What follows belongs to an exercise in optimizing a design on an open flow for small area, a short achievable clock period and few clock cycles; a production flow would make more cautious choices. Only simulation tests tie the RTL to the original design; equivalence was not proved. Power figures rest on the tool's default switching activity, not on a simulated workload.

==> flow/design.v <==
module gf_pow8 (
    input  wire [7:0]  c,
    output wire [63:0] cg
);
    assign cg[7:0] = c;
    genvar i;
    generate
        for (i = 1; i < 8; i = i + 1) begin : g_cg
            assign cg[8*i +: 8] = {cg[8*i-2 -: 7], 1'b0} ^ (cg[8*i-1] ? 8'h1d : 8'h00);
        end
    endgenerate
endmodule
module gf_mul8 (
    input  wire [63:0] cg,
    input  wire [63:0] d,
    output wire [63:0] r
);
    genvar j, b;
    generate
        for (j = 0; j < 8; j = j + 1) begin : g_lane
            for (b = 0; b < 8; b = b + 1) begin : g_bit
                assign r[8*j+b] = ^{cg[56+b] & d[8*j+7], cg[48+b] & d[8*j+6],
                                    cg[40+b] & d[8*j+5], cg[32+b] & d[8*j+4],
                                    cg[24+b] & d[8*j+3], cg[16+b] & d[8*j+2],
                                    cg[8+b]  & d[8*j+1], cg[b]    & d[8*j+0]};
            end
        end
    endgenerate
endmodule
module gf_exp5 (input wire [4:0] i, output wire [7:0] o);
    localparam [31:0] T0 = 32'h03a47101;
    localparam [31:0] T1 = 32'h0748e202;
    localparam [31:0] T2 = 32'h0d35b504;
    localparam [31:0] T3 = 32'h19cf1b08;
    localparam [31:0] T4 = 32'h303a4710;
    localparam [31:0] T5 = 32'h60748e20;
    localparam [31:0] T6 = 32'hc0e91c40;
    localparam [31:0] T7 = 32'h81d23880;
    assign o[0] = T0[i];
    assign o[1] = T1[i];
    assign o[2] = T2[i];
    assign o[3] = T3[i];
    assign o[4] = T4[i];
    assign o[5] = T5[i];
    assign o[6] = T6[i];
    assign o[7] = T7[i];
endmodule
module gf_nexp5 (input wire [4:0] i, output wire [7:0] o);
    localparam [31:0] T0 = 32'h09fe178d;
    localparam [31:0] T1 = 32'h84ff0bc6;
    localparam [31:0] T2 = 32'h4b81926e;
    localparam [31:0] T3 = 32'h2c3edeba;
    localparam [31:0] T4 = 32'h9fe178d0;
    localparam [31:0] T5 = 32'h4ff0bc68;
    localparam [31:0] T6 = 32'h27f85e34;
    localparam [31:0] T7 = 32'h13fc2f1a;
    assign o[0] = T0[i];
    assign o[1] = T1[i];
    assign o[2] = T2[i];
    assign o[3] = T3[i];
    assign o[4] = T4[i];
    assign o[5] = T5[i];
    assign o[6] = T6[i];
    assign o[7] = T7[i];
endmodule
module gf_tinv5 (input wire [4:0] i, output wire [7:0] o);
    localparam [31:0] T0 = 32'he029166c;
    localparam [31:0] T1 = 32'h5f9d8454;
    localparam [31:0] T2 = 32'h524738ee;
    localparam [31:0] T3 = 32'hbe228668;
    localparam [31:0] T4 = 32'hd4d20cda;
    localparam [31:0] T5 = 32'h0c7d2f36;
    localparam [31:0] T6 = 32'hd0bb6cf2;
    localparam [31:0] T7 = 32'h3ef2f72e;
    assign o[0] = T0[i];
    assign o[1] = T1[i];
    assign o[2] = T2[i];
    assign o[3] = T3[i];
    assign o[4] = T4[i];
    assign o[5] = T5[i];
    assign o[6] = T6[i];
    assign o[7] = T7[i];
endmodule
module par_core (
    input  wire         clk,
    input  wire         rst,
    input  wire         cmd_valid,
    output wire         cmd_ready,
    input  wire [7:0]   cmd_op,
    input  wire [7:0]   cmd_k,
    input  wire [7:0]   cmd_e1,
    input  wire [7:0]   cmd_e2,
    input  wire [15:0]  cmd_ncols,
    input  wire         in_valid,
    output wire         in_ready,
    input  wire [63:0] in_data,
    output wire         out_valid,
    input  wire         out_ready,
    output wire [63:0] out_data,
    output wire         done,
    output wire [1:0]   done_status,
    output wire [1:0]   done_result
);
    localparam SRC_S0 = 2'd0;
    localparam SRC_S1 = 2'd1;
    localparam SRC_X  = 2'd2;    
    function [7:0] gf2;          
        input [7:0] x;
        begin
            gf2 = {x[6:0], 1'b0} ^ (x[7] ? 8'h1d : 8'h00);
        end
    endfunction
    function [4:0] inc5;
        input [4:0] x;
        begin
            inc5 = x ^ {&x[3:0], &x[2:0], &x[1:0], x[0], 1'b1};
        end
    endfunction
    function [4:0] dec5;
        input [4:0] x;
        begin
            dec5 = x ^ {~|x[3:0], ~|x[2:0], ~|x[1:0], ~x[0], 1'b1};
        end
    endfunction
    function lt5;                
        input [4:0] a, b;
        integer i;
        reg r;
        begin
            r = 1'b0;
            for (i = 0; i < 5; i = i + 1)
                r = (!a[i] && b[i]) || ((a[i] == b[i]) && r);
            lt5 = r;
        end
    endfunction
    reg         jv;           
    reg         jd;           
    reg         crdy;
    reg [1:0]   a_op;
    reg [4:0]   a_k, a_e1, a_e2;
    reg         j_opbad, j_kbad, j_ncbad, j_e1ff, j_e2ff, j_e1hi, j_e2hi;
    reg [12:0]  j_nc;         
    assign cmd_ready = crdy;
    always @(posedge clk) begin
        if (!jv) begin
            a_op    <= cmd_op[1:0];
            a_k     <= cmd_k[4:0];
            a_e1    <= cmd_e1[4:0];
            a_e2    <= cmd_e2[4:0];
            j_opbad <= (cmd_op[7:2] != 6'd0);
            j_kbad  <= (cmd_k == 8'd0) || (cmd_k[7:5] != 3'd0) || (cmd_k[4:0] == 5'd31);
            j_ncbad <= (cmd_ncols == 16'd0) || (cmd_ncols[15:14] != 2'd0) ||
                       (cmd_ncols[13] && (cmd_ncols[12:0] != 13'd0));
            j_e1ff  <= (cmd_e1 == 8'hff);
            j_e2ff  <= (cmd_e2 == 8'hff);
            j_e1hi  <= (cmd_e1[7:5] != 3'd0);
            j_e2hi  <= (cmd_e2[7:5] != 3'd0);
        end
    end
    wire       a_e2n = j_e2ff;
    wire       a_rec = (a_op == 2'd2);
    wire [4:0] kp1   = inc5(a_k);
    wire [4:0] km1   = dec5(a_k);
    wire       bad_any = j_opbad || j_kbad || j_ncbad;
    wire       q_bad_std = bad_any || !(j_e1ff && j_e2ff);
    wire       rec_ok = !j_e1ff && !j_e1hi && !lt5(kp1, a_e1) &&
                        (j_e2ff || (!j_e2hi && !lt5(kp1, a_e2) && (a_e1 != a_e2)));
    wire       q_bad = a_rec ? (bad_any || !rec_ok) : q_bad_std;
    wire       e1_d  = lt5(a_e1, a_k);
    wire       e1_p  = (a_e1 == a_k);
    wire       e1lt  = lt5(a_e1, a_e2);
    wire       q_d1  = a_rec && e1_d;
    wire       q_d2  = a_rec && !a_e2n && lt5(a_e2, a_k);
    wire       q_pe  = a_rec && (e1_p || (!a_e2n && a_e2 == a_k));
    wire       q_qe  = a_rec && ((a_e1 == kp1) || (!a_e2n && a_e2 == kp1));
    wire [4:0] q_dxy = e1lt ? (a_e2 - a_e1) : (a_e1 - a_e2);
    wire       q_xy  = q_d1 && q_d2;
    wire       q_x1  = q_d1 ^ q_d2;
    wire       q_xp  = q_x1 && q_pe;
    wire       q_xq  = q_x1 && q_qe;
    wire       q_single = (a_k == 5'd1) && ((a_op[1] == 1'b0) || (a_rec && !a_e2n));
    function a_rd;
        input [4:0] mm;
        begin
            a_rd = !a_rec || ((mm != a_e1) && (a_e2n || mm != a_e2));
        end
    endfunction
    wire       rd0 = a_rd(5'd0);
    wire       rd1 = a_rd(5'd1);
    wire [4:0] a_fm = rd0 ? 5'd0 : rd1 ? 5'd1 : 5'd2;
    wire [1:0] q_nout = (a_op == 2'd0) ? 2'd2 : (a_op == 2'd1) ? 2'd1 :
                        (a_op == 2'd3) ? 2'd0 : (a_e2n ? 2'd1 : 2'd2);
    reg         a_bad;
    reg [4:0]   a_lm, a_lm2;  
    reg         a_single;
    reg [1:0]   a_nout, a_w1, a_w2;
    reg         a_chk;
    reg [4:0]   a_dxy;
    reg [4:0]   a_mp, a_mq;       
    reg         f_fmp, f_fmq;     
    reg         f_xy, f_xp, f_xq, f_x1, f_e1lt, f_e1d, f_e1p, f_pe, f_qe, f_km1e, f_km2e;
    reg         f_d2;
    reg [4:0]   a_lom1, a_him1;   
    reg         a_adj;            
    reg [7:0]   b, k0;        
    reg [7:0]   sm_a;         
    reg [3:0]   sm_n;         
    wire [7:0] t_gx, t_gnx, t_inv;
    wire [4:0] s_x = (f_e1d && (!f_d2 || f_e1lt)) ? a_e1 : a_e2;
    reg  [4:0] a_x;
    gf_exp5  u_gx  (.i(a_x),   .o(t_gx));
    gf_nexp5 u_gnx (.i(a_x),   .o(t_gnx));
    gf_tinv5 u_ti  (.i(a_dxy), .o(t_inv));
    reg  [1:0] s_w1, s_w2;
    always @(*) begin
        if (f_xy) begin
            s_w1 = f_e1lt ? SRC_X : SRC_S1;
            s_w2 = f_e1lt ? SRC_S1 : SRC_X;
        end else if (f_xp) begin
            s_w1 = f_e1d ? SRC_S1 : SRC_X;
            s_w2 = f_e1d ? SRC_X : SRC_S1;
        end else if (f_x1) begin
            s_w1 = f_e1d ? SRC_S0 : SRC_S1;
            s_w2 = f_e1d ? SRC_S1 : SRC_S0;
        end else begin
            s_w1 = f_e1p ? SRC_S0 : SRC_S1;
            s_w2 = f_e1p ? SRC_S1 : SRC_S0;
        end
    end
    wire [4:0] km2   = dec5(km1);
    wire [4:0] km3   = dec5(km2);
    wire [4:0] s_ld  = !f_km1e ? km1 : !f_km2e ? km2 : km3;
    wire [4:0] s_lm  = !f_qe ? kp1 : f_pe ? km1 : a_k;
    wire [4:0] s_lm2 = (!f_qe && !f_pe) ? a_k :
                       (f_qe && f_pe) ? km2 : (f_km1e ? km2 : km1);
    wire [4:0] s_lo  = (a_e2n || f_e1lt) ? a_e1 : a_e2;
    wire [4:0] s_hi  = (a_e2n || !f_e1lt) ? a_e1 : a_e2;
    reg         a_valid;      
    reg         a_setup;      
    reg         a_setup2;
    reg         a_start;      
    reg [4:0]   m;            
    reg [7:0]   h;            
    reg         in_rdy;       
    reg         in_nrdy;      
    reg         r_busy;       
    assign in_ready = in_rdy;
    wire fire = in_valid && !in_nrdy;
    wire [4:0] m1 = inc5(m);
    wire [4:0] m2 = {inc5({1'b0, m[4:1]}) , m[0]};
    wire [4:0] m3 = inc5(m2);
    wire       at_lo = a_rec && (m == a_lom1);
    wire       skip1 = at_lo || (a_rec && (m == a_him1));    
    wire       skip2 = at_lo && a_adj;                        
    wire [4:0] next_m = skip2 ? m3 : skip1 ? m2 : m1;
    wire [7:0] h1 = gf2(h);
    wire [7:0] h2 = gf2(h1);
    wire [7:0] next_h = skip2 ? gf2(h2) : skip1 ? h2 : h1;
    wire [7:0] b1 = gf2(b);
    wire [7:0] h_fm = rd0 ? b : rd1 ? b1 : gf2(b1);
    wire colend   = (m == a_lm);
    wire colend2  = (m == a_lm2);           
    wire lastcol  = (j_nc == 13'd0);
    wire lastword = colend && lastcol;
    reg  c_isp, c_isq;        
    wire [7:0] coef = c_isp ? k0 : c_isq ? b : (h ^ k0);
    wire [63:0] coef_cg;
    gf_pow8 u_cg (.c(coef), .cg(coef_cg));
    reg  dv, t_v;             
    wire r_release;           
    wire r_keep = r_busy && !r_release;
    wire decode   = jv && !jd;
    wire bad_take = jd && a_bad && !r_busy && !dv && !t_v;
    wire free_f   = lastword;
    wire go_dec   = decode && !a_rec && !q_bad_std;      
    wire go_rec   = a_start;                              
    wire rdy_nf = go_dec ? !(q_single && r_keep) :
                  go_rec ? !(a_single && r_keep) :
                  (a_valid && !(colend && r_keep));
    wire ce_f   = colend ? a_single : colend2;
    wire rdy_f  = !lastword && !(ce_f && (r_keep || colend));
    always @(posedge clk) begin
        if (rst) begin
            jv      <= 1'b0;
            jd      <= 1'b0;
            crdy    <= 1'b1;
            a_valid <= 1'b0;
            a_setup <= 1'b0;
            a_setup2 <= 1'b0;
            a_start <= 1'b0;
            sm_n    <= 4'd0;
            in_rdy  <= 1'b0;
            in_nrdy <= 1'b1;
            r_busy  <= 1'b0;
        end else begin
            if (!jv) begin
                jv   <= cmd_valid;
                crdy <= !cmd_valid;
            end else if (bad_take || (fire && free_f)) begin
                jv   <= 1'b0;
                crdy <= 1'b1;
            end
            jd      <= jv && !(bad_take || (fire && free_f));
            if (go_dec || go_rec)
                a_valid <= 1'b1;
            else if (fire && lastword)
                a_valid <= 1'b0;
            a_setup <= decode && a_rec && !q_bad;
            a_setup2 <= a_setup;
            a_start <= (a_setup2 && !f_xy) || (sm_n == 4'd1);
            if (a_setup2)
                sm_n <= f_xy ? 4'd8 : 4'd0;
            else if (sm_n != 4'd0)
                sm_n <= sm_n - 4'd1;
            in_rdy  <= fire ? rdy_f : rdy_nf;
            in_nrdy <= fire ? !rdy_f : !rdy_nf;
            r_busy  <= r_keep || (fire && colend && (a_nout != 2'd0));
        end
        if (!jv)
            j_nc <= cmd_ncols[12:0];
        else if (decode || (fire && colend))
            j_nc <= j_nc ^ {~|j_nc[11:0], ~|j_nc[10:0], ~|j_nc[9:0], ~|j_nc[8:0],
                            ~|j_nc[7:0], ~|j_nc[6:0], ~|j_nc[5:0], ~|j_nc[4:0],
                            ~|j_nc[3:0], ~|j_nc[2:0], ~|j_nc[1:0], ~j_nc[0], 1'b1};
        if (decode) begin
            a_bad    <= q_bad;
            a_lm     <= a_op[1] ? kp1 : km1;             
            a_lm2    <= a_op[1] ? a_k : dec5(km1);
            a_single <= q_single;
            a_nout   <= q_nout;
            a_chk    <= (a_op == 2'd3);
            a_w1     <= SRC_S0;
            a_w2     <= SRC_S1;
            a_dxy    <= q_dxy;
            f_xy     <= q_xy;
            f_xp     <= q_xp;
            f_xq     <= q_xq;
            f_x1     <= q_x1;
            f_e1lt   <= e1lt;
            f_e1d    <= e1_d;
            f_e1p    <= e1_p;
            f_pe     <= q_pe;
            f_qe     <= q_qe;
            f_km1e   <= (a_e1 == km1) || (!a_e2n && a_e2 == km1);
            f_km2e   <= (a_e1 == dec5(km1)) || (!a_e2n && a_e2 == dec5(km1));
            f_d2     <= q_d2;
            a_mp     <= a_op[1] ? km1 : 5'd31;      
            a_mq     <= a_op[1] ? a_k : 5'd31;      
            f_fmp    <= 1'b0;
            f_fmq    <= 1'b0;
            b        <= 8'h01;
            k0       <= 8'h00;
        end else if (a_setup) begin
            a_lm     <= s_lm;
            a_lm2    <= s_lm2;
            a_mp     <= f_pe ? 5'd31 : s_ld;
            a_mq     <= f_qe ? 5'd31 : f_pe ? s_ld : a_k;
            f_fmp    <= (a_fm == a_k);
            f_fmq    <= (a_fm == kp1);
            a_lom1   <= dec5(s_lo);
            a_him1   <= dec5(s_hi);
            a_adj    <= !a_e2n && (s_hi == inc5(s_lo));
            a_w1     <= s_w1;
            a_w2     <= s_w2;
            a_x      <= s_x;
        end else if (a_setup2) begin
            b        <= f_xp ? t_gnx : f_xy ? 8'h00 : 8'h01;
            k0       <= f_xq ? t_gx : f_xy ? t_inv : 8'h00;
            sm_a     <= t_gnx;
        end else if (sm_n != 4'd0) begin
            b        <= gf2(b) ^ (sm_a[7] ? k0 : 8'h00);
            sm_a     <= {sm_a[6:0], 1'b0};
        end
        if (decode)
            m <= a_fm;
        else if (fire)
            m <= colend ? a_fm : next_m;
        if (decode || go_rec) begin
            c_isp <= go_rec && f_fmp;
            c_isq <= go_rec && f_fmq;
        end else if (fire) begin
            c_isp <= colend ? f_fmp : (m == a_mp);
            c_isq <= colend ? f_fmq : (m == a_mq);
        end
        if (decode)
            h <= 8'h01;                  
        else if (go_rec || (fire && colend))
            h <= h_fm;
        else if (fire)
            h <= next_h;
    end
    reg [63:0]  D;
    reg [63:0]  d_cg;         
    reg         d_s0, d_first, d_last, d_lastcol;
    reg         s_first;      
    always @(posedge clk) begin
        if (rst)
            dv <= 1'b0;
        else
            dv <= fire;
        D         <= in_data;
        d_cg      <= coef_cg;
        d_s0      <= !c_isq;
        d_first   <= s_first;
        d_last    <= colend;
        d_lastcol <= lastcol;
        if (decode || go_rec || fire)
            s_first <= decode || go_rec || colend;
    end
    reg [63:0]  S0, S1;
    wire [63:0] M;
    gf_mul8 u_mul (.cg(d_cg), .d(D), .r(M));
    always @(posedge clk) begin
        if (dv) begin
            S0 <= (d_first ? 64'd0 : S0) ^ (d_s0 ? D : 64'd0);
            S1 <= (d_first ? 64'd0 : S1) ^ M;
        end
    end
    reg         t_lastcol;
    wire        t_chk  = a_chk;
    wire [1:0]  t_nout = a_nout;
    wire [1:0]  t_w1   = a_w1;
    wire [1:0]  t_w2   = a_w2;
    always @(posedge clk) begin
        if (rst)
            t_v <= 1'b0;
        else
            t_v <= dv && d_last;
        t_lastcol <= d_lastcol;
    end
    reg [63:0]  O, R1;
    reg [1:0]   r_nout;       
    reg         r_lastcol;
    reg         ov;           
    reg         nov;          
    reg         xr;           
    reg [1:0]   mism;
    reg         done_r;
    reg [1:0]   dst_r, dres_r;
    wire [63:0] SX = S0 ^ S1;
    function [63:0] src;
        input [1:0] s;
        begin
            src = (s == SRC_S0) ? S0 : (s == SRC_S1) ? S1 : SX;
        end
    endfunction
    wire xfer  = !nov && out_ready;
    wire load  = t_v && (t_nout != 2'd0);
    wire chk_now = t_v && t_chk;
    assign r_release = xfer && (r_nout == 2'd1);
    wire [1:0] mism_n = mism | {(|S1), (|S0)};
    wire [1:0] rn_n = load ? t_nout : xfer ? (r_nout - 2'd1) : r_nout;
    wire       ov_n = (rn_n != 2'd0) && !xfer;
    always @(posedge clk) begin
        if (rst) begin
            ov     <= 1'b0;
            nov    <= 1'b1;
            xr     <= 1'b0;
            r_nout <= 2'd0;
            mism   <= 2'b00;
            done_r <= 1'b0;
        end else begin
            r_nout <= rn_n;
            ov     <= ov_n;
            nov    <= !ov_n;
            xr     <= xfer;
            done_r <= (r_release && r_lastcol) || (chk_now && t_lastcol) || bad_take;
            if (chk_now)
                mism <= t_lastcol ? 2'b00 : mism_n;
        end
        if (load) begin
            O         <= src(t_w1);
            R1        <= src(t_w2);
            r_lastcol <= t_lastcol;
        end else if (xr) begin
            O         <= R1;
        end
        if (bad_take) begin
            dst_r  <= 2'd2;
            dres_r <= 2'b00;
        end else if (chk_now) begin
            dst_r  <= (mism_n != 2'b00) ? 2'd1 : 2'd0;
            dres_r <= mism_n;
        end else begin
            dst_r  <= 2'd0;
            dres_r <= 2'b00;
        end
    end
    assign out_valid   = ov;
    assign out_data    = O;
    assign done        = done_r;
    assign done_status = dst_r;
    assign done_result = dres_r;
endmodule
==> flow/flow/run.sh <==
#!/bin/bash
# The standard layout (the standard.sh, unchanged synthesis and steps),
# with plain buffers instead of the default delay cells on the ports.
export BUFFER_PORTS_ARGS="-buffer_cell sky130_fd_sc_hd__buf_1"
bash standard.sh > standard.log 2>&1
==> flow/standard.sh <==
#!/bin/bash
# synth_recipe.tcl (not shown) runs the flow's synth.tcl, then flattens the netlist and writes it again
# the make line also repeats each setting of config.mk as NAME=value (left out here)
make -C /OpenROAD-flow-scripts/flow DESIGN_CONFIG=/design/flow/config.mk WORK_HOME=/design/flow/orfs CLKGATE_MAP_FILE= SYNTH_SCRIPT=/design/flow/synth_recipe.tcl "${@:-finish}"
==> flow/config.mk <==
export PLATFORM = sky130hd
export DESIGN_NAME = par_core
export DESIGN_NICKNAME = par_core
export VERILOG_FILES = /design/flow/design.v
export SDC_FILE = /design/flow/constraint.sdc
export NUM_CORES = 4
export LEC_CHECK = 0
export CAP_MARGIN = 20
export CORE_MARGIN = 2
export CORE_UTILIZATION = 60
export PLACE_DENSITY = 0.75
export SLEW_MARGIN = 20
==> flow/constraint.sdc <==
create_clock -name core_clock -period 10.0 [get_ports {clk}]
set_input_delay 2.0000 -clock core_clock [delete_from_list [all_inputs] [get_ports {clk}]]
set_output_delay 2.0000 -clock core_clock [all_outputs]
set_load 0.01 [all_outputs]
==> impl_results.rst, run 1 <==
.. list-table::
   :header-rows: 1

   * - Metric
     - Value
   * - Main area contributors after synthesis
     - edfxtp_1 32%, xnor2_1 15%, dfxtp_1 9.0%
   * - Mapped Cells
     - 3936
   * - Headroom to the max-slew limit
     - 27.97%
   * - Crit path top cell by count
     - ha_1
   * - TritonCTS clock tree
     - built
   * - Worst Setup Slack, final
     - 6.266 ns
   * - Routability-driven placement congestion ratio
     - 0.9441
   * - Max-capacitance violation count
     - 0
   * - TritonRoute pass-1 iters
     - 6
   * - Per-cell via count in the routed design
     - 5.898
   * - Most instantiated flip-flop cell in the synthesis netlist
     - edfxtp_1
   * - Sinks on the clock net
     - 524
   * - Crit path max fanout
     - 16
   * - Required time reported for the critical path endpoint
     - 10.35 ns
   * - Final Hold Viols
     - 0
   * - Synthesized-area fraction occupied by xor and xnor cells
     - 18.21%
   * - Per-cell routed wire length
     - 19.90 µm
   * - Die outline area
     - 59720 µm²
   * - Clock slew seen by the registers of the worst setup and hold paths
     - 0.07 ns
   * - Final setup skew
     - 0.03118 ns
   * - Worst-Margin Slew
     - 1.079 ns
   * - Die outline height
     - 244.4 µm
   * - Hold WC Path Type
     - flip-flop to flip-flop
   * - Via total after detailed routing
     - 27910
   * - Distinct cell type count of the synthesized netlist
     - 84
   * - Number of placed cells counting well taps
     - 4625
   * - Arithmetic-cell share of the synthesized area counting full adders, half adders and majority gates
     - 3.096%
   * - Cell chain of the critical path
     - clkinv_1 > ha_1 > ha_1 > ha_1 > xor2_1 > nand4_1 > xnor2_1 > o21ai_0 > a22oi_1
   * - Count of instances resized after the clock tree is built
     - 0
   * - Growth of design area from synthesis to finish
     - 7.925%
   * - Placement-stage worst setup slack
     - 6.073 ns
   * - Die extent in x
     - 244.4 µm
   * - Minimum period implied by the final worst setup slack
     - 3.734 ns
   * - Area inside the core boundary
     - 57370 µm²
   * - Overall routing resource usage
     - 31.02%
   * - Total half-perimeter wirelength after legalization and detailed placement
     - 63.37 mm
   * - Multiplexer share of the synthesized area
     - 4.511%
   * - Port Buf Inserts
     - 188
   * - Pwr Density
     - 235.6 nW/µm²
   * - Setup violations, final
     - 0
   * - Overflow left after global routing
     - 0
   * - Leakage
     - 13.57 nW
   * - Synthesized-area fraction occupied by ao, oa, aoi and oai cells
     - 10.16%
   * - Share of the yosys chip area belonging to registers
     - 40.88%
   * - Final critical-path share of the clock period
     - 37.34%
   * - Vias in the first global route
     - 25920
   * - RSZ-0062 raised after global routing
     - false
   * - Htree depth
     - 2
   * - Cell taking the most area after synthesis
     - edfxtp_1
   * - Final Net Count
     - 4118
   * - Endpoint type of the worst setup path
     - flip-flop
   * - Starting DRC count in detailed routing
     - 2612
   * - Io pins
     - 189
   * - Crit path max-delay family
     - adder cells
   * - Post-cts hold buffer count
     - 0
   * - Result of the run
     - finished clean
   * - Layout cell share with drive strength beyond 1
     - 4.186%
   * - Leading cell type in the layout, fill and taps excluded
     - nand2_1
   * - Worst path max stage delay
     - 0.77 ns
   * - Synthesized cell area
     - 34670 µm²
   * - Sum Neg Setup Slack
     - 0 ns
   * - Post-synth ARST share
     - 0%
   * - Worst skew pair latency
     - 0.63 ns
   * - Cell row count
     - 88
   * - TritonCTS buffer count
     - 56
   * - Syn_area_per_cell
     - 8.808 µm²
   * - Achievable Freq
     - 0.2678 GHz
   * - CP Class
     - flip-flop to flip-flop
   * - Maximum VDD drop
     - 0.0001602 V
   * - Startpoint Class
     - flip-flop
   * - Cell with the largest stage delay on the worst path
     - edfxtp_1
   * - Residual DRC
     - 0
   * - Post-CTS setup-driven buffer insertion count
     - 0
   * - Area share of the leading cell type in the synthesized netlist
     - 31.87%
   * - First-pass GRT wire length
     - 146.2 mm
   * - Maximum number of pins on one net before global-route repair
     - 88
   * - FILL cells
     - 4655
   * - Arrival time of data at the critical path endpoint
     - 4.08 ns
   * - Synth Warn #
     - 1
   * - Fraction of the mapped netlist area in simple logic gates
     - 19.09%
   * - Post-layout power
     - 0.008815 W
   * - Max-slew violations
     - 0
   * - Dominant combinational cell family by area after synthesis
     - simple AND/OR/NAND/NOR gates
   * - Count of flip-flops with a built-in enable after synthesis
     - 368
   * - Leading cell types in the layout, fill and taps excluded
     - 800 x nand2_1, 599 x xnor2_1, 388 x nor2_1
   * - Initial cell density of the core
     - 60.44%
   * - Maximum buffer depth of the clock tree
     - 3
   * - Final cell count without fillers
     - 4732
   * - Aggregate routed wire length
     - 94.15 mm
   * - Post-synth net total
     - 4136
   * - Count of buffering cells on the critical path with inverters included
     - 1
   * - Clock root buffer
     - clkbuf_16
   * - Initial antenna violation count
     - 8
   * - Total of flip-flops plus latches after synthesis
     - 524
   * - Antenna-violating nets left
     - 0
## per-layer routing
layer  GRT usage, %  part of all wire, %  vias to the layer above
li1               -                    -                    13230
met1          40.85                   40                    13120
met2          50.58                   46                     1274
met3          4.895                  9.1                      274
met4          13.83                  4.6                       10
met5              0                0.072                        -
## cells in the mapped netlist, drive strengths merged (7+ instances only)
library cell    n
nand2         801
xnor2         601
nor2          388
edfxtp        368
clkbuf        222
a21oi         220
dfxtp         156
mux2i         145
xor2          118
o21ai          91
nand2b         86
ha             81
nor2b          80
inv            73
o31ai          72
buf            67
nor4           45
nor3           39
nand3          24
o211ai         20
a211oi         19
a21o           19
a22oi          15
a31oi          15
nand4          13
a311oi         10
and2           10
and3           10
nor3b          10
o22ai           7
or2             7
## state kept, by name (all words and copies together), names as in the netlist, 8 cells and up
register  cells
R1           64
S1           64
b             8
O            64
k0            8
d_cg         29
S0           64
sm_a          8
D            64
j_nc         13
h             8
## cells by family after synthesis
kind of cell    count (synthesis)
buf+inv                       366
flops                         524
mux                           153
compound gates                557
xor+xnor                      719
simple gates                 1532
fa+ha+maj                      85
## power breakdown
part | switching [W] | leakage, nW | internal [W]
registers | 0.000579 | 4.68 | 0.00276
logic | 0.00162 | 7.93 | 0.00163
clock network | 0.000923 | 0.958 | 0.00130
total | 0.00312 | 13.6 | 0.00569
## worst reg2reg max path: stages, from the launching register on
cell      delay [ns]
edfxtp_1        0.77
clkinv_1        0.43
ha_1            0.33
ha_1            0.53
ha_1            0.34
xor2_1          0.42
nand4_1         0.18
xnor2_1         0.19
o21ai_0         0.19
a22oi_1         0.08
## stage by stage
stage	area, µm²	hold WS [ns]	utilization [%]
after CTS	37410	0.3390	65.21
final	37420	0.3396	65.23
after floorplan	34670	0.3096	-
after global routing	37420	0.3477	65.23
after detailed placement	35450	0.3261	61.80
after global placement	35450	0.3127	61.80
## final cells by class
cell class / count / area, µm² / share of cell area, %
Sequential cell: 524 / 14200 / 37.96
Timing Repair Buffer: 213 / 893.4 / 2.388
Tap cell: 765 / 957.2 / 2.558
Clock inverter: 34 / 349.1 / 0.9330
Antenna cell: 1 / 2.502 / 0.006688
Inverter: 77 / 289.0 / 0.7724
Multi-Input combinational cell: 3046 / 19110 / 51.08
Clock buffer: 72 / 1610 / 4.304
## final timing paths
kind	endpoint	slack, ns	cells past startpoint	startpoint
setup / recovery	a_mp[4]	6.27	9	a_k[0]
setup reg to reg	a_mp[4]	6.27	9	a_k[0]
hold reg to reg	d_first	0.34	0	s_first
hold / removal	d_first	0.34	0	s_first
Testbench counts, summed over its fixed seeds: cycles 116,933.
==> run 2, diff against run 1 <==
--- a/flow/config.mk
+++ b/flow/config.mk
@@ -10,2 +10,5 @@
 export CORE_UTILIZATION = 60
+export CTS_BUF_LIST = sky130_fd_sc_hd__clkbuf_8
+export CTS_CLUSTER_DIAMETER = 40
+export CTS_CLUSTER_SIZE = 16
 export PLACE_DENSITY = 0.75
==> impl_results.rst, run 2 <==
.. list-table::
   :header-rows: 1

   * - Metric
     - Value
   * - Max-capacitance violation count
     - 0 (unchanged)
   * - Area taken by multi-input logic gates
     - 19110 µm² (unchanged)
   * - Relative contribution of sequential cells to total power
     - 37.9% (about the same)
   * - Mapped Cells
     - 3936 (unchanged)
   * - Sum Neg Setup Slack
     - 0 ns (unchanged)
   * - Cell taking the most area after synthesis
     - edfxtp_1
   * - Post-synth ARST share
     - 0% (unchanged)
   * - Layout cell share with drive strength beyond 1
     - 5.814% (+1.6 points)
   * - Clock slew seen by the registers of the worst setup and hold paths
     - 0.09 ns (+0.02 ns)
   * - Per-cell via count in the routed design
     - 5.865 (-0.55%)
   * - Overall routing resource usage
     - 31.12% (+0.099 points)
   * - Post-CTS setup-driven buffer insertion count
     - 0 (unchanged)
   * - TritonRoute pass-1 iters
     - 6 (unchanged)
   * - Syn_area_per_cell
     - 8.808 µm² (unchanged)
   * - Die outline height
     - 244.4 µm (unchanged)
   * - Residual DRC
     - 0 (unchanged)
   * - TritonCTS clock tree
     - built
   * - Count of flip-flops with a built-in enable after synthesis
     - 368 (unchanged)
   * - Total of flip-flops plus latches after synthesis
     - 524 (unchanged)
   * - Maximum number of pins on one net before global-route repair
     - 88 (unchanged)
   * - Part of the total power dissipated in the clock network
     - 25.2% (about the same)
   * - Worst Hold Launch
     - d_lastcol
   * - Hold WC Path Type
     - flip-flop to flip-flop
   * - Final setup skew
     - 0.05386 ns (+0.02269 ns)
   * - Instance count along the most critical hold path
     - 0 (unchanged)
   * - Required time reported for the critical path endpoint
     - 10.46 ns (+0.11 ns)
   * - Main area contributors after synthesis
     - edfxtp_1 32%, xnor2_1 15%, dfxtp_1 9.0%
   * - Via total after detailed routing
     - 28110 (+0.73%)
   * - Worst-Margin Slew
     - 1.062 ns (-0.01666 ns)
   * - Startpoint Class
     - flip-flop
   * - Stages on worst setup path
     - 9 (unchanged)
   * - Sequential cell area
     - 14200 µm² (unchanged)
   * - Achievable Freq
     - 0.2716 GHz (+1.4%)
   * - Minimum period implied by the final worst setup slack
     - 3.682 ns (-0.05143 ns)
   * - Headroom to the max-slew limit
     - 29.18% (+1.2 points)
   * - Crit path max fanout
     - 16 (unchanged)
   * - Final Hold Viols
     - 0 (unchanged)
   * - Post-cts hold buffer count
     - 0 (unchanged)
   * - Final critical-path share of the clock period
     - 36.82% (-0.51 points)
   * - Die extent in x
     - 244.4 µm (unchanged)
   * - Most instantiated flip-flop cell in the synthesis netlist
     - edfxtp_1
   * - Setup violations, final
     - 0 (unchanged)
   * - Result of the run
     - finished clean
   * - Synthesized cell area
     - 34670 µm² (unchanged)
   * - Crit path top cell by count
     - ha_1
   * - Most frequently used cell type in the post-synthesis netlist
     - nand2_1
   * - Area inside the core boundary
     - 57370 µm² (unchanged)
   * - Overflow left after global routing
     - 0 (unchanged)
   * - Antenna-violating nets left
     - 0 (unchanged)
   * - Area share of the leading cell type in the synthesized netlist
     - 31.87% (unchanged)
   * - Endpoint type of the worst setup path
     - flip-flop
   * - Htree depth
     - 3 (+1)
   * - First-pass GRT wire length
     - 146.3 mm (about the same)
   * - Leakage
     - 13.65 nW (+0.62%)
   * - Max-slew violations
     - 0 (unchanged)
   * - Cell with the largest stage delay on the worst path
     - edfxtp_1
   * - Pwr Density
     - 235.0 nW/µm² (-0.25%)
   * - Cell chain of the critical path
     - clkinv_1 > ha_1 > ha_1 > ha_1 > xor2_1 > nand4_1 > xnor2_1 > o21ai_0 > a22oi_1
   * - Die outline area
     - 59720 µm² (unchanged)
   * - Initial cell density of the core
     - 60.44% (unchanged)
   * - Most used standard cells in the synthesized netlist
     - 800 x nand2_1, 599 x xnor2_1, 388 x nor2_1
   * - Vias in the first global route
     - 26060 (+0.54%)
   * - Leading cell type in the layout, fill and taps excluded
     - nand2_1
   * - Post-synth net total
     - 4136 (unchanged)
   * - TritonCTS buffer count
     - 89 (+59%)
   * - CP Class
     - flip-flop to flip-flop
   * - Worst path max stage delay
     - 0.78 ns (about the same)
   * - Share of power burned in combinational logic
     - 36.9% (about the same)
   * - Post-layout util
     - 65.37% (+0.15 points)
   * - Port Buf Inserts
     - 188 (unchanged)
   * - Clock root buffer
     - clkbuf_8
   * - Growth of design area from synthesis to finish
     - 8.171%
   * - Final std cell area, no fill
     - 37500 µm² (+0.23%)
   * - Maximum VDD drop
     - 0.0001388 V (-13%)
   * - Cell row count
     - 88 (unchanged)
   * - Synth Warn #
     - 1 (unchanged)
   * - Crit path max-delay family
     - adder cells
   * - Depth of the most critical reg-to-reg path
     - 9 (unchanged)
   * - Count of instances resized after the clock tree is built
     - 0 (unchanged)
   * - Final Net Count
     - 4151 (+0.80%)
   * - Starting DRC count in detailed routing
     - 2561 (-2.0%)
   * - Arrival time of data at the critical path endpoint
     - 4.14 ns (+0.06 ns)
   * - Routability-driven placement congestion ratio
     - 0.9441 (unchanged)
   * - Distinct cell type count of the synthesized netlist
     - 84 (unchanged)
   * - Leading cell types in the layout, fill and taps excluded
     - 800 x nand2_1, 599 x xnor2_1, 388 x nor2_1
   * - Sw Ratio
     - 37.62% (+2.2 points)
   * - Aggregate routed wire length
     - 94.26 mm (+0.11%)
   * - Initial antenna violation count
     - 9 (+1)
   * - Share of the yosys chip area belonging to registers
     - 40.88% (unchanged)
   * - Sinks on the clock net
     - 524 (unchanged)
   * - Total half-perimeter wirelength after legalization and detailed placement
     - 63.37 mm (unchanged)
   * - RSZ-0062 raised after global routing
     - false
   * - Per-cell routed wire length
     - 19.67 µm (-1.2%)
   * - FILL cells
     - 4646 (-0.19%)
   * - Worst skew pair latency
     - 0.72 ns (+0.09 ns)
   * - Count of buffering cells on the critical path with inverters included
     - 1 (unchanged)
   * - R2R Path Start
     - a_k[0]
   * - Launching instance or port of the critical path
     - a_k[0]
   * - Io pins
     - 189 (unchanged)
   * - Placed cell areas
     - 35450 µm² (unchanged)
   * - Internal power
     - 0.005498 W (-3.4%)
   * - Maximum buffer depth of the clock tree
     - 3 (unchanged)
   * - Switching pwr
     - 0.003315 W (+6.1%)
run 2: cell counts after synthesis:
No cell type changed its count.
run 2: worst register-to-register path, cell delays in order, from the launching register on:
cell,delay [ns]
edfxtp_1,0.78
clkinv_1,0.43
ha_1,0.33
ha_1,0.52
ha_1,0.33
xor2_1,0.44
nand4_1,0.18
xnor2_1,0.18
o21ai_0,0.18
a22oi_1,0.08
run 2: per-stage QoR:
step | setup slack, ns | power, W | hold slack (ns) | std cells
floorplan | 5.773 | 0.005926 | 0.3096 | 3936
global placement | 6.130 | 0.006478 | 0.3127 | 4625
detailed placement | 6.073 | 0.006579 | 0.3261 | 4625
CTS | 6.362 | 0.008798 | 0.3434 | 4790
global route | 6.096 | 0.009258 | 0.3442 | 4791
finish | 6.318 | 0.008813 | 0.3408 | 4793
run 2: worst paths after layout:
check / slack (ns) / to
setup / recovery: 6.32 / a_mp[4]
hold / removal: 0.34 / t_lastcol
setup reg to reg: 6.32 / a_mp[4]
hold reg to reg: 0.34 / t_lastcol
run 2: cell type report:
cell class,instances,share of cell area [%]
Inverter,77,0.7707
Multi-Input combinational cell,3046,50.97
Timing Repair Buffer,213,2.382
Clock inverter,73,2.062
Sequential cell,524,37.87
Clock buffer,92,3.376
Tap cell,765,2.552
Antenna cell,3,0.02002
run 2: kinds of logic after synthesis:
logic type | Yosys count | synth area share [%]
AND/OR/NAND/NOR | 1532 | 19.09
XOR/XNOR | 719 | 18.21
AO/OA/AOI/OAI | 557 | 10.16
flip-flops | 524 | 40.88
buffers and inverters | 366 | 4.056
multiplexers | 153 | 4.511
adder cells (fa/ha/maj) | 85 | 3.096
run 2: layer usage:
layer,vias to the layer above,track usage (%),share of wire [%]
li1,13330,-,-
met1,13110,40.75,40
met2,1352,50.37,46
met3,313,4.587,8.9
met4,10,15.78,4.8
met5,-,0,0.060
run 2: power groups by stage:
stage	Sequential [W]	Combinational, W	Clock (W)
floorplan	0.00293	0.00300	0
global placement	0.00336	0.00312	0
detailed placement	0.00336	0.00322	0
CTS	0.00332	0.00323	0.00225
global route	0.00336	0.00356	0.00234
finish	0.00334	0.00325	0.00222
==> run 3, diff against run 2 <==
--- a/flow/design.v
+++ b/flow/design.v
@@ -29,38 +29,2 @@
 endmodule
-module gf_exp5 (input wire [4:0] i, output wire [7:0] o);
-    localparam [31:0] T0 = 32'h03a47101;
-    localparam [31:0] T1 = 32'h0748e202;
-    localparam [31:0] T2 = 32'h0d35b504;
-    localparam [31:0] T3 = 32'h19cf1b08;
-    localparam [31:0] T4 = 32'h303a4710;
-    localparam [31:0] T5 = 32'h60748e20;
-    localparam [31:0] T6 = 32'hc0e91c40;
-    localparam [31:0] T7 = 32'h81d23880;
-    assign o[0] = T0[i];
-    assign o[1] = T1[i];
-    assign o[2] = T2[i];
-    assign o[3] = T3[i];
-    assign o[4] = T4[i];
-    assign o[5] = T5[i];
-    assign o[6] = T6[i];
-    assign o[7] = T7[i];
-endmodule
-module gf_nexp5 (input wire [4:0] i, output wire [7:0] o);
-    localparam [31:0] T0 = 32'h09fe178d;
-    localparam [31:0] T1 = 32'h84ff0bc6;
-    localparam [31:0] T2 = 32'h4b81926e;
-    localparam [31:0] T3 = 32'h2c3edeba;
-    localparam [31:0] T4 = 32'h9fe178d0;
-    localparam [31:0] T5 = 32'h4ff0bc68;
-    localparam [31:0] T6 = 32'h27f85e34;
-    localparam [31:0] T7 = 32'h13fc2f1a;
-    assign o[0] = T0[i];
-    assign o[1] = T1[i];
-    assign o[2] = T2[i];
-    assign o[3] = T3[i];
-    assign o[4] = T4[i];
-    assign o[5] = T5[i];
-    assign o[6] = T6[i];
-    assign o[7] = T7[i];
-endmodule
 module gf_tinv5 (input wire [4:0] i, output wire [7:0] o);
@@ -112,2 +76,8 @@
     endfunction
+    function [7:0] gfi;          
+        input [7:0] x;
+        begin
+            gfi = {1'b0, x[7:1]} ^ (x[0] ? 8'h8e : 8'h00);
+        end
+    endfunction
     function [4:0] inc5;
@@ -165,5 +135,6 @@
     wire       q_bad_std = bad_any || !(j_e1ff && j_e2ff);
-    wire       rec_ok = !j_e1ff && !j_e1hi && !lt5(kp1, a_e1) &&
-                        (j_e2ff || (!j_e2hi && !lt5(kp1, a_e2) && (a_e1 != a_e2)));
-    wire       q_bad = a_rec ? (bad_any || !rec_ok) : q_bad_std;
+    reg        f_le1, f_le2, f_e12;
+    wire       rec_ok = !j_e1ff && !j_e1hi && f_le1 &&
+                        (j_e2ff || (!j_e2hi && f_le2 && !f_e12));
+    wire       q_bad = a_rec ? bad_any : q_bad_std;
     wire       e1_d  = lt5(a_e1, a_k);
@@ -200,3 +171,3 @@
     reg         f_fmp, f_fmq;     
-    reg         f_xy, f_xp, f_xq, f_x1, f_e1lt, f_e1d, f_e1p, f_pe, f_qe, f_km1e, f_km2e;
+    reg         f_xy, f_xp, f_xq, f_x1, f_e1lt, f_e1d, f_e1p, f_pe, f_qe;
     reg         f_d2;
@@ -205,9 +176,6 @@
     reg [7:0]   b, k0;        
-    reg [7:0]   sm_a;         
-    reg [3:0]   sm_n;         
-    wire [7:0] t_gx, t_gnx, t_inv;
+    reg [4:0]   sm_n;         
+    wire [7:0] t_inv;
     wire [4:0] s_x = (f_e1d && (!f_d2 || f_e1lt)) ? a_e1 : a_e2;
-    reg  [4:0] a_x;
-    gf_exp5  u_gx  (.i(a_x),   .o(t_gx));
-    gf_nexp5 u_gnx (.i(a_x),   .o(t_gnx));
+    wire       w_x = f_xp || f_xq || f_xy;    
     gf_tinv5 u_ti  (.i(a_dxy), .o(t_inv));
@@ -229,8 +197,9 @@
     end
-    wire [4:0] km2   = dec5(km1);
-    wire [4:0] km3   = dec5(km2);
-    wire [4:0] s_ld  = !f_km1e ? km1 : !f_km2e ? km2 : km3;
+    wire [4:0] km2   = {a_k[4:1] ^ {~|a_k[3:1], ~|a_k[2:1], ~a_k[1], 1'b1}, a_k[0]};
+    wire       s_km1e = (a_e1 == a_mp) || (!a_e2n && a_e2 == a_mp);
+    wire       s_km2e = (a_e1 == a_mq) || (!a_e2n && a_e2 == a_mq);
+    wire [4:0] s_ld  = !s_km1e ? a_mp : !s_km2e ? a_mq : dec5(a_mq);
     wire [4:0] s_lm  = !f_qe ? kp1 : f_pe ? km1 : a_k;
     wire [4:0] s_lm2 = (!f_qe && !f_pe) ? a_k :
-                       (f_qe && f_pe) ? km2 : (f_km1e ? km2 : km1);
+                       (f_qe && f_pe) ? a_mq : (s_km1e ? a_mq : a_mp);
     wire [4:0] s_lo  = (a_e2n || f_e1lt) ? a_e1 : a_e2;
@@ -290,3 +259,3 @@
             a_start <= 1'b0;
-            sm_n    <= 4'd0;
+            sm_n    <= 5'd0;
             in_rdy  <= 1'b0;
@@ -308,8 +277,9 @@
             a_setup <= decode && a_rec && !q_bad;
-            a_setup2 <= a_setup;
-            a_start <= (a_setup2 && !f_xy) || (sm_n == 4'd1);
-            if (a_setup2)
-                sm_n <= f_xy ? 4'd8 : 4'd0;
-            else if (sm_n != 4'd0)
-                sm_n <= sm_n - 4'd1;
+            a_setup2 <= a_setup && rec_ok;
+            a_start <= (a_setup2 && sm_n == 5'd0) ||
+                       (!a_setup2 && (sm_n != 5'd0) && (sm_n[4:1] == 4'd0 || sm_n == 5'd2));
+            if (a_setup)
+                sm_n <= (w_x && rec_ok) ? s_x : 5'd0;
+            else if (!a_setup2 && sm_n != 5'd0)
+                sm_n <= sm_n[4:1] != 4'd0 ? sm_n - 5'd2 : 5'd0;
             in_rdy  <= fire ? rdy_f : rdy_nf;
@@ -327,3 +297,3 @@
             a_lm     <= a_op[1] ? kp1 : km1;             
-            a_lm2    <= a_op[1] ? a_k : dec5(km1);
+            a_lm2    <= a_op[1] ? a_k : km2;
             a_single <= q_single;
@@ -343,4 +313,5 @@
             f_qe     <= q_qe;
-            f_km1e   <= (a_e1 == km1) || (!a_e2n && a_e2 == km1);
-            f_km2e   <= (a_e1 == dec5(km1)) || (!a_e2n && a_e2 == dec5(km1));
+            f_le1    <= !lt5(kp1, a_e1);
+            f_le2    <= !lt5(kp1, a_e2);
+            f_e12    <= (a_e1 == a_e2);
             f_d2     <= q_d2;
@@ -353,6 +324,6 @@
         end else if (a_setup) begin
+            a_bad    <= !rec_ok;
             a_lm     <= s_lm;
-            a_lm2    <= s_lm2;
-            a_mp     <= f_pe ? 5'd31 : s_ld;
-            a_mq     <= f_qe ? 5'd31 : f_pe ? s_ld : a_k;
+            a_mp     <= km1;
+            a_mq     <= km2;
             f_fmp    <= (a_fm == a_k);
@@ -364,10 +335,13 @@
             a_w2     <= s_w2;
-            a_x      <= s_x;
         end else if (a_setup2) begin
-            b        <= f_xp ? t_gnx : f_xy ? 8'h00 : 8'h01;
-            k0       <= f_xq ? t_gx : f_xy ? t_inv : 8'h00;
-            sm_a     <= t_gnx;
-        end else if (sm_n != 4'd0) begin
-            b        <= gf2(b) ^ (sm_a[7] ? k0 : 8'h00);
-            sm_a     <= {sm_a[6:0], 1'b0};
+            b        <= f_xy ? t_inv : 8'h01;
+            k0       <= f_xy ? t_inv : f_xq ? 8'h01 : 8'h00;
+            a_lm2    <= s_lm2;
+            a_mp     <= f_pe ? 5'd31 : s_ld;
+            a_mq     <= f_qe ? 5'd31 : f_pe ? s_ld : a_k;
+        end else if (sm_n != 5'd0) begin    
+            if (f_xq)
+                k0   <= (sm_n[4:1] != 4'd0) ? gf2(gf2(k0)) : gf2(k0);
+            else
+                b    <= (sm_n[4:1] != 4'd0) ? gfi(gfi(b)) : gfi(b);
         end
--- a/flow/config.mk
+++ b/flow/config.mk
@@ -10,5 +10,2 @@
 export CORE_UTILIZATION = 60
-export CTS_BUF_LIST = sky130_fd_sc_hd__clkbuf_8
-export CTS_CLUSTER_DIAMETER = 40
-export CTS_CLUSTER_SIZE = 16
 export PLACE_DENSITY = 0.75
==> impl_results.rst, run 3 <==
.. list-table::
   :header-rows: 1

   * - Metric
     - Value
   * - Antenna-violating nets left
     - 0 (unchanged)
   * - Final critical-path share of the clock period
     - 33.89% (-2.9 points)
   * - Distinct cell type count of the synthesized netlist
     - 97 (+15%)
   * - Cell with the largest stage delay on the worst path
     - dfxtp_1
   * - Die outline area
     - 58360 µm² (-2.3%)
   * - Crit path max fanout
     - 47 (+31)
   * - Routability-driven placement congestion ratio
     - 0.9620 (+1.9%)
   * - Main area contributors after synthesis
     - edfxtp_1 32%, xnor2_1 16%, dfxtp_1 9.3%
   * - Arrival time of data at the critical path endpoint
     - 3.77 ns (-0.37 ns)
   * - Post-synth net total
     - 4025 (-2.7%)
   * - Final Net Count
     - 4015 (-3.3%)
   * - Starting DRC count in detailed routing
     - 2651 (+3.5%)
   * - Syn_area_per_cell
     - 8.824 µm² (+0.18%)
   * - Sum Neg Setup Slack
     - 0 ns (unchanged)
   * - Via total after detailed routing
     - 27040 (-3.8%)
   * - Post-layout util
     - 65.08% (-0.30 points)
   * - Final setup skew
     - 0.02603 ns (-0.02784 ns)
   * - Area inside the core boundary
     - 56060 µm² (-2.3%)
   * - First-pass GRT wire length
     - 144.5 mm (-1.2%)
   * - Overall routing resource usage
     - 31.01% (-0.11 points)
   * - Pwr Density
     - 141.2 nW/µm² (-40%)
   * - TritonCTS buffer count
     - 56 (-37%)
   * - Met2 routing resource usage after global routing
     - 50.25% (-0.12 points)
   * - Residual DRC
     - 0 (unchanged)
   * - Share of the yosys chip area belonging to registers
     - 40.85% (about the same)
   * - Required time reported for the critical path endpoint
     - 10.38 ns (-0.08 ns)
   * - Worst path max stage delay
     - 0.58 ns (-0.20 ns)
   * - Htree depth
     - 2 (-1)
   * - Clock slew seen by the registers of the worst setup and hold paths
     - 0.07 ns (-0.02 ns)
   * - Achievable Freq
     - 0.2951 GHz (+8.7%)
   * - Synthesized cell area
     - 33870 µm² (-2.3%)
   * - Port Buf Inserts
     - 188 (unchanged)
   * - Endpoint type of the worst setup path
     - flip-flop
   * - Final cell count without fillers
     - 4631 (-3.4%)
   * - Layer carrying the most global-route usage
     - met2
   * - Met3 routing resource usage after global routing
     - 5.017% (+0.43 points)
   * - Mapped Cells
     - 3838 (-2.5%)
   * - Per-cell via count in the routed design
     - 5.839 (-0.45%)
   * - Crit path top cell by count
     - nor2_1
   * - Worst skew pair latency
     - 0.64 ns (-0.08 ns)
   * - Vias in the first global route
     - 25740 (-1.2%)
   * - Post-cts hold buffer count
     - 0 (unchanged)
   * - Per-cell routed wire length
     - 19.80 µm (+0.68%)
   * - Cell taking the most area after synthesis
     - edfxtp_1
   * - Minimum period implied by the final worst setup slack
     - 3.389 ns (-0.2933 ns)
   * - Initial antenna violation count
     - 0 (-9)
   * - Growth of design area from synthesis to finish
     - 7.721%
   * - Cell chain of the critical path
     - nand2b_1 > buf_4 > inv_2 > nor2_1 > inv_1 > nor2_1 > o211ai_1 > a21boi_1
   * - Worst Setup Slack, final
     - 6.611 ns (+0.2933 ns)
   * - Io pins
     - 189 (unchanged)
   * - Overflow left after global routing
     - 0 (unchanged)
   * - Met1 track utilization from global routing
     - 40.77% (about the same)
   * - Post-synth ARST share
     - 0% (unchanged)
   * - Most frequently used cell type in the post-synthesis netlist
     - nand2_1
   * - WHS
     - 0.3494 ns (+0.008662 ns)
   * - TritonRoute pass-1 iters
     - 6 (unchanged)
   * - Total half-perimeter wirelength after legalization and detailed placement
     - 62.30 mm (-1.7%)
   * - Die extent in x
     - 241.6 µm (-1.1%)
   * - Count of instances resized after the clock tree is built
     - 0 (unchanged)
   * - Total of flip-flops plus latches after synthesis
     - 513 (-2.1%)
   * - Leakage
     - 12.89 nW (-5.6%)
   * - Most instantiated flip-flop cell in the synthesis netlist
     - edfxtp_1
   * - Number of antenna repair diodes
     - 0 (-3)
   * - RSZ-0062 raised after global routing
     - false
   * - Final Hold Viols
     - 0 (unchanged)
   * - Sinks on the clock net
     - 513 (-2.1%)
   * - Layout cell share with drive strength beyond 1
     - 4.361% (-1.5 points)
   * - Max-capacitance violation count
     - 0 (unchanged)
   * - TritonCTS clock tree
     - built
   * - Count of flip-flops with a built-in enable after synthesis
     - 356 (-3.3%)
   * - Startpoint Class
     - flip-flop
   * - Worst-Margin Slew
     - 1.229 ns (+0.1668 ns)
   * - Synth Warn #
     - 1 (unchanged)
   * - Initial cell density of the core
     - 60.41% (about the same)
   * - Most used standard cells in the synthesized netlist
     - 801 x nand2_1, 611 x xnor2_1, 376 x nor2_1
   * - Number of placed cells counting well taps
     - 4526 (-2.1%)
   * - Leading cell type in the layout, fill and taps excluded
     - nand2_1
   * - Maximum buffer depth of the clock tree
     - 3 (unchanged)
   * - Headroom to the max-slew limit
     - 17.94% (-11 points)
   * - CP Class
     - flip-flop to flip-flop
   * - Leading cell types in the layout, fill and taps excluded
     - 801 x nand2_1, 611 x xnor2_1, 376 x nor2_1
   * - Area share of the leading cell type in the synthesized netlist
     - 31.56% (-0.31 points)
   * - Placement-stage worst setup slack
     - 6.145 ns (+0.07162 ns)
   * - Clock root buffer
     - clkbuf_16
   * - Post-CTS setup-driven buffer insertion count
     - 0 (unchanged)
   * - Setup violations, final
     - 0 (unchanged)
   * - Aggregate routed wire length
     - 91.69 mm (-2.7%)
   * - Max-slew violations
     - 0 (unchanged)
   * - Hold WC Path Type
     - flip-flop to flip-flop
   * - Result of the run
     - finished clean
   * - Maximum number of pins on one net before global-route repair
     - 92 (+4.5%)
   * - Cell row count
     - 87 (-1.1%)
   * - Die outline height
     - 241.6 µm (-1.1%)
   * - Maximum VDD drop
     - 0.0001505 V (+8.4%)
-- run 3: cell count changes in the layout (fill, tap and decap cells not counted), sizes merged, moves of 12 or more --
cell,change
inv,-24
clkbuf,-16
a21oi,+15
o21ai,-14
xnor2,+14
ha,-13
nor3,-13
edfxtp,-12
xor2,-12
-- run 3: cells by family after synthesis --
family / count (synthesis) / synth area share (%)
adder cells (fa/ha/maj): 70 / 2.630
buffers and inverters: 360 / 4.311
flip-flops: 513 / 40.85
AND/OR/NAND/NOR: 1502 / 19.23
AO/OA/AOI/OAI: 512 / 9.447
multiplexers: 160 / 4.784
XOR/XNOR: 721 / 18.76
-- run 3: path summary, 6_finish.rpt --
path	cells after the start	slack [ns]	startpoint	to
worst max-delay path	8	6.61	jv	a_mp[1]
worst min register to register	0	0.35	s_first	d_first
worst max register to register	8	6.61	jv	a_mp[1]
worst min-delay path	0	0.35	s_first	d_first
-- run 3: layout make-up --
cell class	instances	area [µm²]
multi-input combinational	2965	18590
clock inverter	29	254.0
clock buffer	76	1642
sequential	513	13870
timing repair buffer	211	878.3
fill	4677	19580
tap	756	945.9
inverter	81	304.0
-- run 3: per-stage QoR --
step	power [W]	area, µm²
2_1_floorplan	0.002893	33870
3_5_place_dp	0.003050	34580
3_3_place_gp	0.003035	34580
5_1_grt	0.005326	36480
4_1_cts	0.005166	36480
6_report	0.005150	36480
-- run 3: per-layer routing --
metal	routed length, µm	vias to the layer above
li1	-	12830
met1	37370	12820
met2	42670	1150
met3	7275	244
met4	4377	0
met5	0	-
-- run 3: critical path: cells and delay by family, from the launching register on --
family / cells / cell delay [ns]
AO/OA/AOI/OAI: 2 / 0.27
AND/OR/NAND/NOR: 3 / 1.09
flip-flops: 1 / 0.58
buffers and inverters: 3 / 1.16
-- run 3: power by group --
group | switching (W) | leakage [nW] | internal [W] | total, W
Clock | 0.000903 | 0.942 | 0.00123 | 0.00213
Sequential | 0.000150 | 4.56 | 0.00235 | 0.00250
Combinational | 0.000282 | 7.39 | 0.000235 | 0.000517
Total | 0.00134 | 12.9 | 0.00381 | 0.00515
Testbench counts of run 3, summed over its fixed seeds: cycles 116,731.
==> run 4, diff against run 3 <==
--- a/flow/config.mk
+++ b/flow/config.mk
@@ -9,4 +9,4 @@
 export CORE_MARGIN = 2
-export CORE_UTILIZATION = 60
-export PLACE_DENSITY = 0.75
+export CORE_UTILIZATION = 70
+export PLACE_DENSITY = 0.85
 export SLEW_MARGIN = 20
==> impl_results.rst, run 4 <==
.. list-table::
   :header-rows: 1

   * - Metric
     - Value
   * - Overall routing resource usage
     - 36.71% (+5.7 points)
   * - Count of flip-flops with a built-in enable after synthesis
     - 356 (unchanged)
   * - Clock root buffer
     - clkbuf_16
   * - Vias in the first global route
     - 26380 (+2.5%)
   * - Max-capacitance violation count
     - 0 (unchanged)
   * - Post-layout power
     - 0.005189 W (+0.76%)
   * - Initial cell density of the core
     - 70.93% (+11 points)
   * - Residual DRC
     - 0 (unchanged)
   * - Starting DRC count in detailed routing
     - 2975 (+12%)
   * - Worst skew pair latency
     - 0.63 ns (about the same)
   * - Post-synth net total
     - 4025 (unchanged)
   * - Overflow left after global routing
     - 0 (unchanged)
   * - Result of the run
     - finished clean
   * - RSZ-0062 raised after global routing
     - false
   * - Distinct cell type count of the synthesized netlist
     - 97 (unchanged)
   * - Pwr Density
     - 142.8 nW/µm² (+1.1%)
   * - Endpoint type of the worst setup path
     - flip-flop
   * - Max-slew violations
     - 0 (unchanged)
   * - Post-synth ARST share
     - 0% (unchanged)
   * - TritonRoute pass-1 iters
     - 6 (unchanged)
   * - Minimum period implied by the final worst setup slack
     - 3.333 ns (-0.05597 ns)
   * - Area inside the core boundary
     - 47750 µm² (-15%)
   * - Synth Warn #
     - 1 (unchanged)
   * - Cell row count
     - 80 (-8.0%)
   * - Antenna-violating nets left
     - 0 (unchanged)
   * - Maximum VDD drop
     - 0.0001555 V (+3.3%)
   * - Per-cell via count in the routed design
     - 6.204 (+6.3%)
   * - Hold WC Path Type
     - flip-flop to flip-flop
   * - Sinks on the clock net
     - 513 (unchanged)
   * - Post-layout util
     - 76.13% (+11 points)
   * - Most instantiated flip-flop cell in the synthesis netlist
     - edfxtp_1
   * - First-pass GRT wire length
     - 144.7 mm (+0.13%)
   * - Share of the yosys chip area belonging to registers
     - 40.85% (unchanged)
   * - Post-CTS setup-driven buffer insertion count
     - 0 (unchanged)
   * - Die outline area
     - 50160 µm² (-14%)
   * - TritonCTS buffer count
     - 55 (-1.8%)
   * - Final setup skew
     - 0.02335 ns (-0.002681 ns)
   * - Per-cell routed wire length
     - 20.71 µm (+4.6%)
   * - Clock slew seen by the registers of the worst setup and hold paths
     - 0.06 ns (about the same)
   * - Minimum setup slack among reg-to-reg paths
     - 6.72 ns (+0.11 ns)
   * - Io pins
     - 189 (unchanged)
   * - Die outline height
     - 224.0 µm (-7.3%)
   * - Htree depth
     - 2 (unchanged)
   * - CP Class
     - primary input to flip-flop
   * - Most used standard cells in the synthesized netlist
     - 801 x nand2_1, 611 x xnor2_1, 376 x nor2_1
   * - Syn_area_per_cell
     - 8.824 µm² (unchanged)
   * - TritonCTS clock tree
     - built
   * - Final Net Count
     - 4018 (+0.075%)
   * - Count of instances resized after the clock tree is built
     - 0 (unchanged)
   * - Final std cell area, no fill
     - 36350 µm² (-0.37%)
   * - Arrival time of data at the critical path endpoint
     - 3.85 ns (+0.08 ns)
   * - Placed cell areas
     - 34430 µm² (-0.43%)
   * - Number of antenna repair diodes
     - 0 (unchanged)
   * - Crit path max fanout
     - 4 (-91%)
   * - Maximum number of pins on one net before global-route repair
     - 105 (+14%)
   * - Initial antenna violation count
     - 0 (unchanged)
   * - Post-cts hold buffer count
     - 0 (unchanged)
   * - Required time reported for the critical path endpoint
     - 10.51 ns (+0.13 ns)
   * - Startpoint Class
     - primary input
   * - Leakage
     - 12.92 nW (+0.22%)
   * - Most frequently used cell type in the post-synthesis netlist
     - nand2_1
   * - Main area contributors after synthesis
     - edfxtp_1 32%, xnor2_1 16%, dfxtp_1 9.3%
   * - Die extent in x
     - 224.0 µm (-7.3%)
   * - Achievable Freq
     - 0.3000 GHz (+1.7%)
   * - Port Buf Inserts
     - 188 (unchanged)
   * - Total of flip-flops plus latches after synthesis
     - 513 (unchanged)
   * - Total half-perimeter wirelength after legalization and detailed placement
     - 61.96 mm (-0.55%)
   * - Cell taking the most area after synthesis
     - edfxtp_1
   * - Setup violations, final
     - 0 (unchanged)
   * - Final critical-path share of the clock period
     - 33.33% (-0.56 points)
   * - Area share of the leading cell type in the synthesized netlist
     - 31.56% (unchanged)
   * - Aggregate routed wire length
     - 93.02 mm (+1.4%)
   * - Leading cell type in the layout, fill and taps excluded
     - nand2_1
   * - Headroom to the max-slew limit
     - 27.39% (+9.4 points)
   * - Growth of design area from synthesis to finish
     - 7.326%
   * - Leading cell types in the layout, fill and taps excluded
     - 801 x nand2_1, 611 x xnor2_1, 376 x nor2_1
   * - Via total after detailed routing
     - 27870 (+3.1%)
   * - Mapped Cells
     - 3838 (unchanged)
   * - Maximum buffer depth of the clock tree
     - 3 (unchanged)
   * - Sum Neg Setup Slack
     - 0 ns (unchanged)
   * - Routability-driven placement congestion ratio
     - 0.9285 (-3.5%)
   * - Final Hold Viols
     - 0 (unchanged)
   * - Layout cell share with drive strength beyond 1
     - 4.282% (-0.080 points)
   * - Worst-Margin Slew
     - 1.089 ns (-0.1400 ns)
   * - Synthesized cell area
     - 33870 µm² (unchanged)
run 4: cell counts after synthesis:
No cell type changed its count.
run 4: cell type report:
class	instances	area, µm²
multi-input cells	2965	18590
flip-flops and latches	513	13860
fillers	3323	11400
clock buffers	86	1719
repair buffers	215	908.4
well taps	615	769.5
inverters	81	304.0
clock inverters	17	196.4
run 4: final timing paths:
path / start / to / depth (start not counted)
worst min-delay path: d_lastcol / t_lastcol / 0
worst max-delay path: out_ready / in_rdy / 7
worst max register to register: jv / a_mp[1] / 9
worst min register to register: d_lastcol / t_lastcol / 0
run 4: critical path: stages:
cell,delay [ns]
buf_1,0.08
nor2b_1,0.20
nand2_1,0.16
nand2_1,0.14
or4_1,0.55
or4_1,0.44
a31o_2,0.27
run 4: cell families (layout without fill, tap and decap cells):
family / count (synthesis) / in the layout / share of synthesized area, %
buffers and inverters: 360 / 399 / 4.311
AO/OA/AOI/OAI: 512 / 512 / 9.447
multiplexers: 160 / 160 / 4.784
XOR/XNOR: 721 / 721 / 18.76
adder cells (fa/ha/maj): 70 / 70 / 2.630
flip-flops: 513 / 513 / 40.85
AND/OR/NAND/NOR: 1502 / 1502 / 19.23
run 4: through the flow:
stage	std cells	hold WS, ns	setup WS, ns
floorplan	3838	0.3096	5.773
detailed placement	4389	0.3184	6.098
finish	4492	0.3318	6.667
global route	4492	0.3379	6.472
CTS	4492	0.3327	6.692
global placement	4389	0.3123	6.124
run 4: power breakdown:
| group | leakage, nW | switching (W) | internal (W) |
|---|---|---|---|
| clock network | 0.952 | 0.000880 | 0.00128 |
| logic | 7.41 | 0.000299 | 0.000237 |
| registers | 4.56 | 0.000139 | 0.00235 |
| total | 12.9 | 0.00132 | 0.00387 |
run 4: routing by layer:
metal	up-vias	global-route usage [%]	share of wire, %
met5	-	0	0
met4	0	23.63	7.1
met3	394	5.679	9.8
met2	1687	59.07	46
met1	12960	46.39	37
li1	12830	-	-

re-timing with driven ports:
How much do the figures lean on ideal ports? The routed layouts below were timed once more, with nothing changed but the port constraints.
Step 1 sets driving cells, clkbuf_16 on the clock port and buf_2 on the other inputs (assumed; they add their load-dependent delay and slew).
Step 2 adds t to the input delays and takes it off the output delays; t is the mean of the earliest and latest rising clock arrival at the registers after step 1. Input paths then give back, and output paths get back, about the clock's delay inside the block.
Slacks: ideal ports / drivers / drivers and shift; pairs: ideal ports / drivers.
| run | t, ns | slack for setup (ns) | hold slack, ns | clock arrival spread, ns | cell pins on the clock port's net |
|---|---|---|---|---|---|
| run 1 | 0.679 | 6.266 / 6.266 / 5.995 | 0.340 / 0.340 / 0.340 | 0.033 / 0.033 | 1 |
| run 2 | 0.755 | 6.318 / 6.318 / 6.021 | 0.341 / 0.341 / 0.341 | 0.054 / 0.054 | 1 |
| run 3 | 0.689 | 6.611 / 6.611 / 6.119 | 0.349 / 0.349 / 0.349 | 0.026 / 0.026 | 1 |
| run 4 | 0.680 | 6.667 / 6.705 / 6.025 | 0.332 / 0.332 / 0.332 | 0.024 / 0.024 | 1 |
After both steps every run listed still meets setup and hold. The setup slack of run 4, which loses most, moves by +0.038 ns with the drivers and by -0.642 ns with both steps.
